This design comes from an exercise in tuning for small area and a short achievable clock period on the open sky130 flow, not from production work. Only simulation tests tie the RTL to the original design; equivalence was not proved.

File: flow/run.sh
#!/bin/bash
# synth_recipe.tcl (not shown) runs the flow's synth.tcl, then flattens the netlist and writes it again
# the make line also repeats each setting of config.mk as NAME=value (left out here)
make -C /OpenROAD-flow-scripts/flow DESIGN_CONFIG=/design/flow/config.mk WORK_HOME=/design/flow/orfs CLKGATE_MAP_FILE= SYNTH_SCRIPT=/design/flow/synth_recipe.tcl finish
File: flow/config.mk
export PLATFORM = sky130hd
export DESIGN_NAME = le_fpu
export DESIGN_NICKNAME = le_fpu
export VERILOG_FILES = /design/flow/design.v
export SDC_FILE = /design/flow/constraint.sdc
export NUM_CORES = 4
export LEC_CHECK = 0
export ABC_CLOCK_PERIOD_IN_PS = 13000
export CAP_MARGIN = 20
export CORE_MARGIN = 2
export CORE_UTILIZATION = 30
export SETUP_SLACK_MARGIN = 0.3
export SLEW_MARGIN = 20
File: flow/constraint.sdc
create_clock -name core_clock -period 16.0 [get_ports {clk}]
set_input_delay 3.2000 -clock core_clock [delete_from_list [all_inputs] [get_ports {clk}]]
set_output_delay 3.2000 -clock core_clock [all_outputs]
set_load 0.01 [all_outputs]
File: flow/design.v
module le_fpu_round (
    input  wire        sign,
    input  wire signed [9:0] exp,
    input  wire [23:0] m,
    input  wire        g,
    input  wire        s,
    output wire [31:0] y,
    output wire        ovf,
    output wire        unf
);
    wire        up  = g & (s | m[0]);
    wire [24:0] sum = {1'b0, m} + {24'd0, up};
    wire        cy  = sum[24];                  
    wire signed [9:0] exp1 = exp + 10'sd1;
    assign ovf = cy ? (exp1 >= 10'sd255) : (exp >= 10'sd255);
    assign unf = cy ? (exp1 <= 10'sd0)   : (exp <= 10'sd0);
    assign y   = {sign, cy ? exp1[7:0] : exp[7:0], sum[22:0]};
endmodule
module le_fpu_rshift (
    input  wire [31:0] x,
    input  wire [4:0]  sh,
    input  wire        big,
    output wire [32:0] w,
    output wire        stk
);
    wire [64:0] t = {x, 33'd0} >> sh;
    assign w   = big ? 33'd0 : t[64:32];
    assign stk = big ? (x != 32'd0) : (t[31:0] != 32'd0);
endmodule
module le_fpu_norm (
    input  wire [31:0] x,
    output wire [31:0] n,
    output wire [4:0]  lz
);
    wire        z4 = (x[31:16] == 16'd0);
    wire [31:0] n4 = z4 ? {x[15:0], 16'd0} : x;
    wire        z3 = (n4[31:24] == 8'd0);
    wire [31:0] n3 = z3 ? {n4[23:0], 8'd0} : n4;
    wire        z2 = (n3[31:28] == 4'd0);
    wire [31:0] n2 = z2 ? {n3[27:0], 4'd0} : n3;
    wire        z1 = (n2[31:30] == 2'd0);
    wire [31:0] n1 = z1 ? {n2[29:0], 2'd0} : n2;
    wire        z0 = ~n1[31];
    assign n  = z0 ? {n1[30:0], 1'b0} : n1;
    assign lz = {z4, z3, z2, z1, z0};
endmodule
module le_fpu (
    input  wire        clk,
    input  wire        rst,         
    input  wire        in_valid,
    input  wire [31:0] in_insn,
    input  wire [31:0] in_a,        
    input  wire [31:0] in_b,        
    output reg         out_valid,
    output reg         out_fault,   
    output reg         out_wen,     
    output reg  [4:0]  out_rd,
    output reg  [31:0] out_data
);
    wire [5:0] op   = in_insn[31:26];
    wire [4:0] f_rb = in_insn[15:11];
    wire [4:0] f_rc = in_insn[10:6];
    wire [5:0] func = in_insn[5:0];
    reg legal;
    always @(*) begin
        legal = 1'b0;
        if (op == 6'h04) begin
            case (func)
                6'h00, 6'h01, 6'h02, 6'h07, 6'h08:
                    legal = (f_rc == 5'd0);
                6'h09, 6'h0A, 6'h0B, 6'h0C, 6'h0D, 6'h0E:
                    legal = (f_rb == 5'd0) && (f_rc == 5'd0);
                default:
                    legal = 1'b0;
            endcase
        end
    end
    wire f_add  = (func[5:1] == 5'b00000);              
    wire f_sub  = func[0];
    wire f_mul  = (func == 6'h02);
    wire f_mm   = (func == 6'h07) || (func == 6'h08);
    wire f_min  = (func == 6'h07);
    wire f_abs  = (func == 6'h09);
    wire f_neg  = (func == 6'h0A);
    wire f_cif  = (func == 6'h0B) || (func == 6'h0D);   
    wire f_qif  = func[2];                               
    wire f_cfi  = (func == 6'h0C) || (func == 6'h0E);   
    wire f_qfi  = func[1];                               
    wire f_pass = f_mm | f_abs | f_neg;
    wire        sa = in_a[31];
    wire [7:0]  ea = in_a[30:23];
    wire [22:0] fa = in_a[22:0];
    wire        a_zero = (ea == 8'd0);
    wire        a_emax = (ea == 8'hFF);
    wire        a_fnz  = (fa != 23'd0);
    wire        a_inf  = a_emax & ~a_fnz;
    wire        a_nan  = a_emax & a_fnz;
    wire        sb = in_b[31];
    wire [7:0]  eb = in_b[30:23];
    wire [22:0] fb = in_b[22:0];
    wire        b_zero = (eb == 8'd0);
    wire        b_emax = (eb == 8'hFF);
    wire        b_fnz  = (fb != 23'd0);
    wire        b_inf  = b_emax & ~b_fnz;
    wire        b_nan  = b_emax & b_fnz;
    wire a_ge = (in_a[30:0] >= in_b[30:0]);
    wire a_eq = (in_a[30:0] == in_b[30:0]);
    wire        sb_eff  = sb ^ f_sub;
    wire        eff_sub = sa ^ sb_eff;
    wire        sel_a   = ~f_add | ~a_ge;
    wire        z_sel   = sel_a ? a_zero : b_zero;
    wire [22:0] f_sel   = sel_a ? fa : fb;
    wire [31:0] s_in    = f_cif ? in_a : {1'b0, ~z_sel, f_sel & {23{~z_sel}}, 7'd0};
    wire [7:0]  d_ab    = ea - eb;
    wire [7:0]  d_ba    = eb - ea;
    wire [8:0]  t_cvt   = (f_qfi ? 9'd126 : 9'd157) - {1'b0, ea};
    wire        cvt_sat = t_cvt[8];                      
    wire [7:0]  sh_a    = f_add ? d_ab : (f_cif ? 8'd0 : t_cvt[7:0]);
    wire [7:0]  sh_full = (f_add & ~a_ge) ? d_ba : sh_a;
    wire [32:0] w;
    wire        stk;
    le_fpu_rshift u_rshift (
        .x  (s_in),
        .sh (sh_full[4:0]),
        .big(sh_full[7:5] != 3'd0),
        .w  (w),
        .stk(stk)
    );
    wire [31:0] x_add  = f_add ? {1'b0, 1'b1, (a_ge ? fa : fb), 7'd0} : 32'd0;
    wire [31:0] y_add  = {w[32:2], w[1] | (f_add & (w[0] | stk))};
    wire        cfi_up = w[0] & (stk | w[1]);
    wire        inv    = f_add ? eff_sub : sa;
    wire        cin    = f_add ? eff_sub : (f_cif ? sa : (sa ^ cfi_up));
    wire [32:0] add_t  = {x_add, 1'b1} + {y_add ^ {32{inv}}, cin};
    wire [31:0] sum    = add_t[32:1];
    wire [47:0] mul_p  = {1'b1, fa} * {1'b1, fb};
    wire        mul_st = (mul_p[21:0] != 22'd0);
    wire mag_a_ge = b_zero | (~a_zero & a_ge);
    wire mag_a_le = a_zero | (~b_zero & (~a_ge | a_eq));
    wire a_le_b = (sa & ~sb) | (~sa & ~sb & mag_a_le) | (sa & sb & mag_a_ge);
    wire a_ge_b = (~sa & sb) | (~sa & ~sb & mag_a_ge) | (sa & sb & mag_a_le);
    wire pick_a = ~f_mm | b_nan | (~a_nan & (f_min ? a_le_b : a_ge_b));
    wire        p_sign = pick_a ? (f_abs ? 1'b0 : (sa ^ f_neg)) : sb;
    wire [30:0] p_mag  = pick_a ? (a_zero ? 31'd0 : in_a[30:0])
                                : (b_zero ? 31'd0 : in_b[30:0]);
    reg        c_rnd, c_sign, c_nan, c_inf, c_zero, c_sat, c_cfi;
    reg [9:0]  c_exp;
    reg [31:0] c_val;
    always @(*) begin
        c_rnd  = 1'b0;
        c_nan  = 1'b0;
        c_inf  = 1'b0;
        c_zero = 1'b0;
        c_sat  = 1'b0;
        c_cfi  = 1'b0;
        c_sign = sa;
        c_exp  = 10'd0;
        c_val  = sum;
        if (f_add) begin
            c_sign = a_ge ? sa : sb_eff;
            c_exp  = {2'd0, (a_ge ? ea : eb)} + 10'd1;
            if (a_nan | b_nan | (a_inf & b_inf & eff_sub))
                c_nan = 1'b1;
            else if (a_inf | b_inf) begin
                c_inf  = 1'b1;
                c_sign = a_inf ? sa : sb_eff;
            end else if (a_zero & b_zero) begin
                c_zero = 1'b1;
                c_sign = sa & sb_eff;
            end else
                c_rnd = 1'b1;
        end else if (f_mul) begin
            c_sign = sa ^ sb;
            c_exp  = {2'd0, ea} + {2'd0, eb} - 10'd126;
            c_val  = {mul_p[47:22], mul_st, 5'd0};
            if (a_nan | b_nan | (a_inf & b_zero) | (b_inf & a_zero))
                c_nan = 1'b1;
            else if (a_inf | b_inf)
                c_inf = 1'b1;
            else if (a_zero | b_zero)
                c_zero = 1'b1;
            else
                c_rnd = 1'b1;
        end else if (f_pass) begin
            c_val = {p_sign, p_mag};
            c_nan = f_mm ? (a_nan & b_nan) : a_nan;
        end else if (f_cif) begin
            c_exp = f_qif ? 10'd127 : 10'd158;
            c_rnd = 1'b1;
        end else begin
            c_cfi = 1'b1;
            if (a_nan) begin
                c_zero = 1'b1;
                c_sign = 1'b0;
            end else if (a_inf | cvt_sat)
                c_sat = 1'b1;
        end
    end
    reg        r_rnd, r_sign, r_nan, r_inf, r_zero, r_sat, r_cfi;
    reg [9:0]  r_exp;
    reg [31:0] r_val;
    reg        r_valid, r_fault, r_wen;
    reg [4:0]  r_rd;
    always @(posedge clk) begin
        if (rst)
            r_valid <= 1'b0;
        else
            r_valid <= in_valid;
    end
    always @(posedge clk) begin
        r_fault <= ~legal;
        r_wen   <= legal;
        r_rd    <= in_insn[25:21];
        r_rnd   <= c_rnd;
        r_sign  <= c_sign;
        r_nan   <= c_nan;
        r_inf   <= c_inf;
        r_zero  <= c_zero;
        r_sat   <= c_sat;
        r_cfi   <= c_cfi;
        r_exp   <= c_exp;
        r_val   <= c_val;
    end
    wire [31:0] nn;
    wire [4:0]  lz;
    le_fpu_norm u_norm (
        .x (r_val),
        .n (nn),
        .lz(lz)
    );
    wire [31:0] r_n;
    wire        ovf, unf;
    le_fpu_round u_round (
        .sign(r_sign),
        .exp ($signed(r_exp) - $signed({5'd0, lz})),
        .m   (nn[31:8]),
        .g   (nn[7]),
        .s   (nn[6:0] != 7'd0),
        .y   (r_n),
        .ovf (ovf),
        .unf (unf)
    );
    wire val_zero = ~nn[31];
    always @(*) begin
        out_valid = r_valid;
        out_fault = r_fault;
        out_wen   = r_wen;
        out_rd    = r_rd;
        if (r_nan)
            out_data = 32'h7FC0_0000;
        else if (r_inf | (r_rnd & ~val_zero & ovf))
            out_data = {r_sign, 8'hFF, 23'd0};
        else if (r_rnd & val_zero)
            out_data = 32'd0;
        else if (r_zero | (r_rnd & unf))
            out_data = {r_sign, 31'd0};
        else if (r_sat | (r_cfi & ~r_sign & r_val[31]))
            out_data = {r_sign, {31{~r_sign}}};
        else if (r_rnd)
            out_data = r_n;
        else
            out_data = r_val;
    end
endmodule
==> run notes <==
clock slew at reported path FFs 0.05 ns; Post-Route WL 115000 µm; maximum root-to-sink buffer count 2; Max stage delay cell, worst path clkdlybuf4s50_1; Post-CTS Hold Fix Bufs 0; CP dominant cell by count fa_1; Unique masters post-synth 113; H-tree levels 3; mapped cell area 32400 µm²; Die Area 111000 µm²; FMAX 77.9 MHz; Worst path max stage delay 1.12 ns; Top FF cell, synth dfxtp_1; Root Buffer clkbuf_16; max-slew violations 0; Setup TNS Final 0 ns; io pins 139; drt first pass iters 5; Slew Limit Headroom 24.0%; endpoints failing hold 0; Area Overhead vs Synth 9.19%; core area 107000 µm²; Tcrit/Tclk final 80.3%; fin nets 5003; # diodes 0; grt total ovfl 0; Max Cap Violations 0; post-DP HPWL 87800 µm; ANT nets after route 0; global-route wire length before repair 180000 µm; # port buffers 133; vias per cell 5.44; post-synth net total 5028; Die Width 333 µm; post-CTS setup buffers 0; Yosys reg bits 57; DRC violations left 0; Synth Instances 4146; layout cells sized above 1 4.75%; CTS Buf Count 9; row count 120; FFs w/ async S/R, synth 0%; Multi-input gate area 27800 µm²; Starting Density 30.3%; # setup viols final 0; status timing/DRC/antenna clean; via count 30100; synth warn 1; Wirelength per Cell 20.8 µm; number of synthesized flops with an enable pin 0; CP Capture Type register; gr usage total 20.6%; initial antenna violation count 0; CTS tree built; Sequential cell area 1140 µm²; Crit Path Class in2reg; die height 333 µm; vias in the first global route 30200; CTS sink cnt 57; synthesized area per cell 7.82 µm²; GP Congestion 0.954; Seq/Total Area, Yosys 3.52%; RSZ-0062 raised after global routing false; CP arrival 13.04 ns; largest net degree at the start of global routing 50; Critical Path Fanout Max 16; fillers 11500; worst-margin pin slew 1.14 ns; hold crit path type in2reg; post-CTS sizing 0; WP data required 16.20 ns; final setup margin 3.16 ns; Placement Setup Slack 2.93 ns; min Tclk post-route 12.84 ns; DRT iter0 DRCs 2606; Worst setup SP type input pin
[Yosys cell counts, types with 20 or more instances]
library cell / instances / area, µm²
clkbuf_1: 181 / 679
mux2i_1: 109 / 1090
o21ai_0: 154 / 771
nor3_1: 77 / 385
o22ai_1: 25 / 156
and2_1: 165 / 1030
nand4_1: 36 / 225
o211ai_1: 27 / 203
or3_1: 20 / 125
nand3_1: 57 / 285
a31oi_1: 35 / 219
xnor2_1: 107 / 937
nor4_1: 35 / 219
nor2b_1: 21 / 131
o21bai_1: 25 / 188
nand2b_1: 22 / 138
dfxtp_1: 57 / 1140
xor2_1: 38 / 333
inv_1: 634 / 2380
a21oi_1: 256 / 1280
nor2_1: 265 / 995
nand2_1: 549 / 2060
a211oi_1: 37 / 278
a21o_1: 48 / 360
ha_1: 296 / 3700
buf_2: 23 / 115
a221oi_1: 20 / 175
fa_1: 487 / 9750
[routing by layer]
layer / vias up / global-route usage, % / wire (µm)
li1: 13600 / - / -
met2: 1305 / 32.5 / 50600
met1: 15000 / 29.6 / 51800
met3: 191 / 2.94 / 10100
met5: - / 0 / 0
met4: 0 / 4.82 / 2780
[flip-flops by register name, indices dropped and copies added (netlist names)]
name     flops
r_valid      1
r_fault      1
r_zero       1
r_wen        1
r_nan        1
r_rd         5
r_sat        1
r_rnd        1
r_inf        1
r_sign       1
r_cfi        1
r_val       32
r_exp       10
[cell families after synthesis]
logic type / after synthesis / synth area share, %
buffers and inverters: 887 / 10.8
xor gates and xnor gates: 145 / 3.92
AOI/OAI and AO/OA: 833 / 17.3
adders and majority gates: 783 / 41.5
muxes: 122 / 3.90
and+or+nand+nor: 1319 / 19.0
DFF: 57 / 3.52
[per-stage QoR]
stage | area (µm²) | hold WS (ns) | instances | utilization (%)
final | 35400 | 3.31 | 5529 | 33.1
after global routing | 35400 | 3.30 | 5529 | 33.1
after CTS | 35400 | 3.30 | 5529 | 33.1
after detailed placement | 35000 | 3.65 | 5513 | 32.7
after global placement | 35000 | 3.65 | 5513 | 32.7
after floorplan | 32400 | 3.23 | 4146 | -
[layout make-up]
| type | instances | area share (%) |
|---|---|---|
| multi-input cells | 3202 | 78.6 |
| inverters | 640 | 6.79 |
| clock inverters | 5 | 0.290 |
| clock buffers | 11 | 0.686 |
| repair buffers | 211 | 5.40 |
| flip-flops and latches | 57 | 3.22 |
| well taps | 1403 | 4.96 |
[critical path: cells and delay by family]
kind | cells | cell delay [ns]
buf+inv | 5 | 1.74
simple gates | 1 | 0.14
xor+xnor | 1 | 0.42
fa+ha+maj | 8 | 3.87
compound gates | 15 | 3.65
[worst paths after layout]
path,from,to,depth (start not counted)
min,in_insn[25],r_rd[4],1
max,in_a[13],r_val[29],30
[cells in the final DEF (no fill, tap or decap), drive strengths merged, types with 8 or more instances in the layout]
| cell | instances |
|---|---|
| o21ai | 169 |
| a211oi | 40 |
| clkbuf | 11 |
| buf | 79 |
| nor2 | 267 |
| nand2 | 550 |
| o21a | 12 |
| o221ai | 16 |
| a2111oi | 11 |
| a21oi | 263 |
| nand2b | 22 |
| nand3 | 57 |
| mux2 | 11 |
| or2 | 13 |
| and2 | 167 |
| o22ai | 26 |
| inv | 638 |
| nor4 | 36 |
| o21bai | 25 |
| a31oi | 38 |
| a221oi | 26 |
| clkdlybuf4s50 | 132 |
| a21o | 49 |
| dfxtp | 57 |
| and3 | 17 |
| nor2b | 21 |
| nand4 | 37 |
| o211ai | 28 |
| mux2i | 109 |
| a221o | 12 |
| fa | 487 |
| or3 | 20 |
| nor3 | 79 |
| a311oi | 8 |
| a22oi | 19 |
| xor2 | 38 |
| ha | 296 |
| xnor2 | 107 |
| o31ai | 13 |

## port drivers added, routing unchanged
In the flow no input, the clock included, has a driving cell. The finished layout below was timed again as built, in two steps.
Step 1 sets driving cells, clkbuf_16 on the clock port and buf_2 on the other inputs (assumed; they add their load-dependent delay and slew).
Step 2 adds t to the input delays and takes it off the output delays; t is the mean of the earliest and latest rising clock arrival at the registers after step 1. Input paths then give back, and output paths get back, about the clock's delay inside the block.
a / b / c = no drivers / after step 1 / after step 2; a / b = the first two.
t (ns): 0.371
setup WS [ns]: 3.160 / 3.174 / 2.803
worst setup path after step 2: input to register
clock arrival spread, ns: 0.007 / 0.007
slew at the worst register clock pin (ns): 0.05 / 0.05
After both steps setup and hold are still met in this run. For this run, drivers alone change the setup slack by +0.014 ns; drivers and shift together by -0.357 ns.
